Context: an optimization exercise on an open-source flow, tuned for small area, a short achievable clock period and few clock cycles per item. The choices shown serve that exercise and are no tape-out recipe.
Function was checked by simulation only, so behaviour that the tests miss may differ from the original.

==> flow/design.v (outline; a module is shown in full before it is edited, if it fits) <==
// module hlp_crc: 10126 lines
// module hlp_crc_x2: 7 lines
module hlp_crc (
    input  wire         clk,
    input  wire         rst,
    input  wire         req_valid,
    output wire         req_ready,
    input  wire [63:0]  req_b,
    input  wire [9:0]   req_tag,
    input  wire [255:0] req_data,
    output wire         rsp_valid,
    input  wire         rsp_ready,
    output wire [63:0]  rsp_data,
    output wire [9:0]   rsp_tag
);
  // ...
==> flow/run.sh <==
#!/bin/bash
# synth_recipe.tcl (not shown) runs the flow's synth.tcl, then flattens the netlist and writes it again
# the make line also repeats each setting of config.mk as NAME=value (left out here)
make -C /OpenROAD-flow-scripts/flow DESIGN_CONFIG=/design/flow/config.mk WORK_HOME=/design/flow/orfs CLKGATE_MAP_FILE= SYNTH_SCRIPT=/design/flow/synth_recipe.tcl finish
==> flow/config.mk <==
export PLATFORM = sky130hd
export DESIGN_NAME = hlp_crc
export DESIGN_NICKNAME = hlp_crc
export VERILOG_FILES = /design/flow/design.v
export SDC_FILE = /design/flow/constraint.sdc
export NUM_CORES = 4
export LEC_CHECK = 0
export CAP_MARGIN = 30
export CORE_MARGIN = 2
export CORE_UTILIZATION = 25
export PLACE_DENSITY = 0.4
export SLEW_MARGIN = 30
export SYNTH_HIERARCHICAL = 1
export SYNTH_MINIMUM_KEEP_SIZE = 0
==> flow/constraint.sdc <==
create_clock -name core_clock -period 80.0 [get_ports {clk}]
set_input_delay 16.0000 -clock core_clock [delete_from_list [all_inputs] [get_ports {clk}]]
set_output_delay 16.0000 -clock core_clock [all_outputs]
set_load 0.01 [all_outputs]
==> impl_results.md, run 1 <==
* Status: timing/DRC/antenna clean
* Clock buffers created by TritonCTS at 42
* Most frequent cells after synthesis: 4932 x sky130_fd_sc_hd__xor2_1, 574 x sky130_fd_sc_hd__mux2i_1, 508 x sky130_fd_sc_hd__nand2_1
* Number of antenna diodes at 121
* EDFF count, synth at 142
* CP top delay family: buffers and inverters
* Count of sequential standard cells at 448
* Met1 layer usage reported by global route at 0.6241
* Cell taking the most area after synthesis: sky130_fd_sc_hd__xor2_1
* Post-Place Cells at 13730
* Total I/O pin count at 410
* Grt met3 use at 0.4466
* List of cells traversed by the critical path: clkdlybuf4s50_1
* Data arrival time at the worst-slack endpoint at 1.56 ns
* Register-to-register setup slack at 63.03 ns
* Count of cell types in the netlist at 97
* Final cycle utilization of the critical path at 0.2195
* Async set-reset flop share out of synthesis at 0
* Seq area share at 0.1035
* Non-Filler Instances at 13950
* Final instance area at 100500 um^2
* Endpoint of the worst hold-timing path: ptag_q[4]
Testbench counts, summed over its fixed seeds: cycles 10,506, items 2,400.
==> run 2: changes to the inputs <==
==> flow/flow/run.sh (new file) <==
#!/bin/bash
set -euo pipefail
bash standard.sh "BUFFER_PORTS_ARGS=-buffer_cell sky130_fd_sc_hd__buf_1" finish > standard.log 2>&1
==> flow/standard.sh (new file) <==
#!/bin/bash
# synth_recipe.tcl (not shown) runs the flow's synth.tcl, then flattens the netlist and writes it again
# the make line also repeats each setting of config.mk as NAME=value (left out here)
make -C /OpenROAD-flow-scripts/flow DESIGN_CONFIG=/design/flow/config.mk WORK_HOME=/design/flow/orfs CLKGATE_MAP_FILE= SYNTH_SCRIPT=/design/flow/synth_recipe.tcl "${@:-finish}"
removed: flow/run.sh
==> run 2 against run 1 <==
Flip-flop and latch count unchanged; worst hold slack improved by 0.0036 ns; critical endpoint is now rsp_data[8]; first-iteration DRC count increased by 6.2%; register-to-register slack improved by 0.74 ns; clock skew increased by 0.019 ns; still clean on timing, DRC and antenna; core utilization decreased by 0.78 points; global-route usage increased by 0.11 points; largest cell class unchanged.
==> impl_results.md, run 2 <==
* Most common cell in the netlist: sky130_fd_sc_hd__xor2_1 (unchanged)
* Most frequent cells in the layout: 4335 x sky130_fd_sc_hd__xor2_1, 870 x sky130_fd_sc_hd__buf_4, 573 x sky130_fd_sc_hd__mux2i_1 (was 4307 x sky130_fd_sc_hd__xor2_1, 874 x sky130_fd_sc_hd__buf_4, 573 x sky130_fd_sc_hd__mux2i_1)
* Wire length per cell at 66.91 um (was 66.75 um)
* Root Driver: sky130_fd_sc_hd__clkbuf_16 (unchanged)
* Final instance area at 98130 um^2 (was 100500 um^2)
* Initial antenna violation count at 80 (was 93)
* Die height at 555.4 um (unchanged)
* Total of cells resized after clock tree synthesis at 0 (unchanged)
* Fraction of layout instances using a drive strength above 1 at 0.1930 (was 0.1978)
* Fraction of the yosys area taken by sequential cells at 0.1367 (unchanged)
* Worst min path class: reg2reg (unchanged)
* Number of clock sinks at 448 (unchanged)
* Final setup violation count at 0 (unchanged)
* Period minus WS final at 17.23 ns (was 17.56 ns)
* Final cycle utilization of the critical path at 0.2153 (was 0.2195)
* Standard-cell rows at 202 (unchanged)
* Cell types occupying the most area after synthesis: sky130_fd_sc_hd__xor2_1 57%, sky130_fd_sc_hd__dfxtp_1 8.1%, sky130_fd_sc_hd__mux2i_1 7.6%, sky130_fd_sc_hd__edfxtp_1 5.6%, sky130_fd_sc_hd__nand2_1 2.5% (unchanged)
* Crit path max fanout at 1 (unchanged)
* Post-CTS Setup Bufs at 0 (unchanged)
* Most common cell after layout, fill and taps aside: sky130_fd_sc_hd__xor2_1 (unchanged)
* Clock buffers created by TritonCTS at 40 (was 42)
* Normalized max-slew margin at 0.08783 (was 0.05769)
* Count of cell types in the netlist at 97 (unchanged)
* Number of detailed-route iterations in the first pass at 10 (unchanged)
* Flip-flop count of the largest register after layout at 256 (unchanged)
* Vias at 90580 (was 91660)
* Wire length of the first global-routing pass at 1099 mm (was 1098 mm)
* Final Net Count at 10170 (was 10160)
* Routed via count divided by cell count at 6.493 (was 6.569)
* CP top delay family: flip-flops (was buffers and inverters)
* Actual transition at the worst max-transition pin at 1.364 ns (was 1.411 ns)
* Endpoint of the worst hold-timing path: tk_q (was ptag_q[4])
* Met2 usage at 0.7012 (was 0.7029)
* Detailed Route WL at 933.5 mm (was 931.4 mm)
* Final total negative setup slack at 0 ns (unchanged)
* Leading register cell type out of synthesis: sky130_fd_sc_hd__dfxtp_1 (unchanged)
* Global-route usage over all layers at 0.5837 (was 0.5826)
* Cell at the slowest stage of the critical path: sky130_fd_sc_hd__edfxtp_1 (was sky130_fd_sc_hd__clkdlybuf4s50_1)
* CTS max path bufs at 3 (unchanged)
* CTS tree: yes (unchanged)
* Proportion of netlist area held by the largest area contributor at 0.5682 (unchanged)
* Met1 layer usage reported by global route at 0.6234 (was 0.6241)
* Kind of launch point of the worst setup path: flop (unchanged)
* Type of the worst setup path: reg2out (unchanged)
* Kind of capture point of the worst setup path: primary output (unchanged)
* Status: timing/DRC/antenna clean (unchanged)
* Initial drt markers at 19100 (was 17990)
* Number of max-cap violations at 0 (unchanged)
* Placed Instance Area at 95040 um^2 (was 97300 um^2)
* GRT busiest layer: met2 (unchanged)
* Global placer's final weighted congestion at 1.363 (was 1.357)
* Total global routing overflow at 0 (unchanged)
* CTS Hold Buffers Added at 0 (unchanged)
* Grt met3 use at 0.4508 (was 0.4466)
* Count of unresolved DRC violations after routing at 0 (unchanged)
* #FFs+latches synth at 448 (unchanged)
* Number of cells on the worst reg-to-reg path at 40 (was 36)
* Effective utilization at floorplan at 0.2511 (unchanged)
* Chip width at 555.4 um (unchanged)
* Total of buffers placed on input and output ports at 367 (unchanged)
* Clock input transition at the sequential cells of the worst setup and hold paths at 0.07 ns (about the same)
* Setup repair after global routing missed its margin: false (unchanged)
* Hold Fails Final Rpt at 0 (unchanged)
* Syn Area/Cell at 8.628 um^2 (unchanged)
* Max-slew violation count at 0 (unchanged)
* Level count of the clock H-tree at 2 (unchanged)
* Floorplan Core Area at 302800 um^2 (unchanged)
* Final design utilization at 0.3241 (was 0.3319)
* Launch instance of the worst register-to-register path: prof_q[2] (unchanged)
* Final worst clock skew at 0.03338 ns (was 0.01455 ns)
* Hold path start: rdy_q (was tag_q[4])
* Layout-stage area growth over the synthesis result at 29.08% (was 32.18%)
* Data arrival time at the worst-slack endpoint at 1.23 ns (was 1.56 ns)
* Worst setup startpoint: r_q[8] (was rtag_q[6])
* Post-Synthesis Cells at 8811 (unchanged)
* Register-to-register setup slack at 63.77 ns (was 63.03 ns)
* Slowest Stage Delay on Critical Path at 0.44 ns (was 0.59 ns)
* Worst-Skew Late Latency at 0.64 ns (about the same)
* Vias in the first global route at 77340 (was 77190)
* Cell taking the most area after synthesis: sky130_fd_sc_hd__xor2_1 (unchanged)
* Most frequent cells after synthesis: 4932 x sky130_fd_sc_hd__xor2_1, 574 x sky130_fd_sc_hd__mux2i_1, 508 x sky130_fd_sc_hd__nand2_1 (unchanged)
* Die Area at 308500 um^2 (unchanged)
* Pin count of the biggest net entering global routing at 149 (was 166)
* HPWL reported at the end of detailed placement at 763.9 mm (was 757.7 mm)
* Maximum clock frequency at 0.05805 GHz (was 0.05695 GHz)
* Biggest register: d_q (unchanged)
* Synthesis Warnings at 7 (unchanged)
* Total I/O pin count at 410 (unchanged)
* Req. time, crit path at 64.00 ns (about the same)
* List of cells traversed by the critical path: buf_1 (was clkdlybuf4s50_1)
* Async set-reset flop share out of synthesis at 0 (unchanged)
* Critical R2R Capture: r_q[6] (was r_q[20])
* Summed instance area of the synthesized netlist at 76020 um^2 (unchanged)
* Count of nets left with antenna violations after detail routing at 0 (unchanged)
* Min-Delay Path Depth at 2 (was 0)
* EDFF count, synth at 142 (unchanged)
* Critical path buffer and inverter count at 1 (unchanged)
## run 2: cell counts after synthesis
Identical to the previous run, type by type.
## run 2: worst reg2reg max path, delay by kind of cell (launching register included)
kind / cells / cell delay (ns)
buffers and inverters: 8 / 2.58
multiplexers: 2 / 0.93
AND/OR/NAND/NOR: 5 / 1.00
XOR/XNOR: 13 / 6.85
flip-flops: 1 / 0.32
adder cells (fa/ha/maj): 2 / 0.96
AO/OA/AOI/OAI: 10 / 3.28
## run 2: modules after synthesis (local to each module, per instance)
module      times used  area (um^2)  cells  flip-flops and latches
hlp_crc              1        33060   3906                     448
hlp_crc_x2        4905        8.758      1                       0
## run 2: worst max-delay path by stage
| stage | end | slack, ns | depth (start not counted) |
|---|---|---|---|
| after CTS | rsp_data[8] | 62.70 | 1 |
| after floorplan | rdy_q | 62.49 | 5 |
| after detailed placement | rdy_q | 62.63 | 6 |
| after global placement | rdy_q | 62.38 | 6 |
| after global routing | rsp_data[8] | 62.71 | 1 |
| final | rsp_data[8] | 62.77 | 1 |
## run 2: per-stage QoR
step	hold WS [ns]	setup WS, ns	instances
floorplan	0.4222	62.49	8840
global placement	0.4302	62.38	13700
detailed placement	0.4363	62.63	13730
CTS	0.4530	62.70	13800
global route	0.4666	62.71	13880
finish	0.4473	62.77	13950
## run 2: cell type report
cell class	count	area, um^2
Timing Repair Buffer	1297	9300
Clock inverter	18	190.2
Antenna cell	122	305.3
Inverter	28	106.4
Clock buffer	50	1142
Tap cell	3978	4977
Multi-Input combinational cell	8009	71710
Fill cell	31710	204700
Sequential cell	448	10400
## run 2: cells by family (layout without fill, tap and decap cells)
group           after synthesis  in the layout  synth area share
compound gates              926            926           0.08116
mux                         680            680           0.09928
other cells                   1            152        0.00004933
flops                       448            448            0.1367
simple gates               1376           1376           0.08513
buf+inv                     383           1393           0.02156
xor+xnor                   4988           4988            0.5747
fa+ha+maj                     9              9          0.001481
## run 2: routing by layer
metal | share of wire | wire (um)
met2 | 0.34 | 321700
met1 | 0.36 | 335900
met5 | 0.012 | 10990
met4 | 0.11 | 103800
met3 | 0.17 | 161000

-- separate check: timing with driven ports --
Ports are ideal in the flow. The routed layouts listed here were re-timed in OpenROAD.
Step 1 sets driving cells, clkbuf_16 on the clock port and buf_2 on the other inputs (assumed; they add their load-dependent delay and slew).
Step 2 also shifts input and output timing later by t, the mid clock arrival at the registers, as if the neighbouring blocks saw the same clock.
Slacks: ideal ports / drivers / drivers and shift; pairs: ideal ports / drivers.
| run | t (ns) | slack for setup (ns) | worst setup path after step 2 | worst slew at a driven data input, ns | cell pins on the clock port's net |
|---|---|---|---|---|---|
| run 1 | 0.726 | 62.440 / 62.346 / 61.960 | input to register | 0.08 | 1 |
| run 2 | 0.730 | 62.773 / 62.669 / 62.374 | input to register | 0.09 | 1 |
After both steps setup and hold are still met in every run listed. For run 1, which loses most, drivers alone change the setup slack by -0.094 ns; drivers and shift together by -0.480 ns.
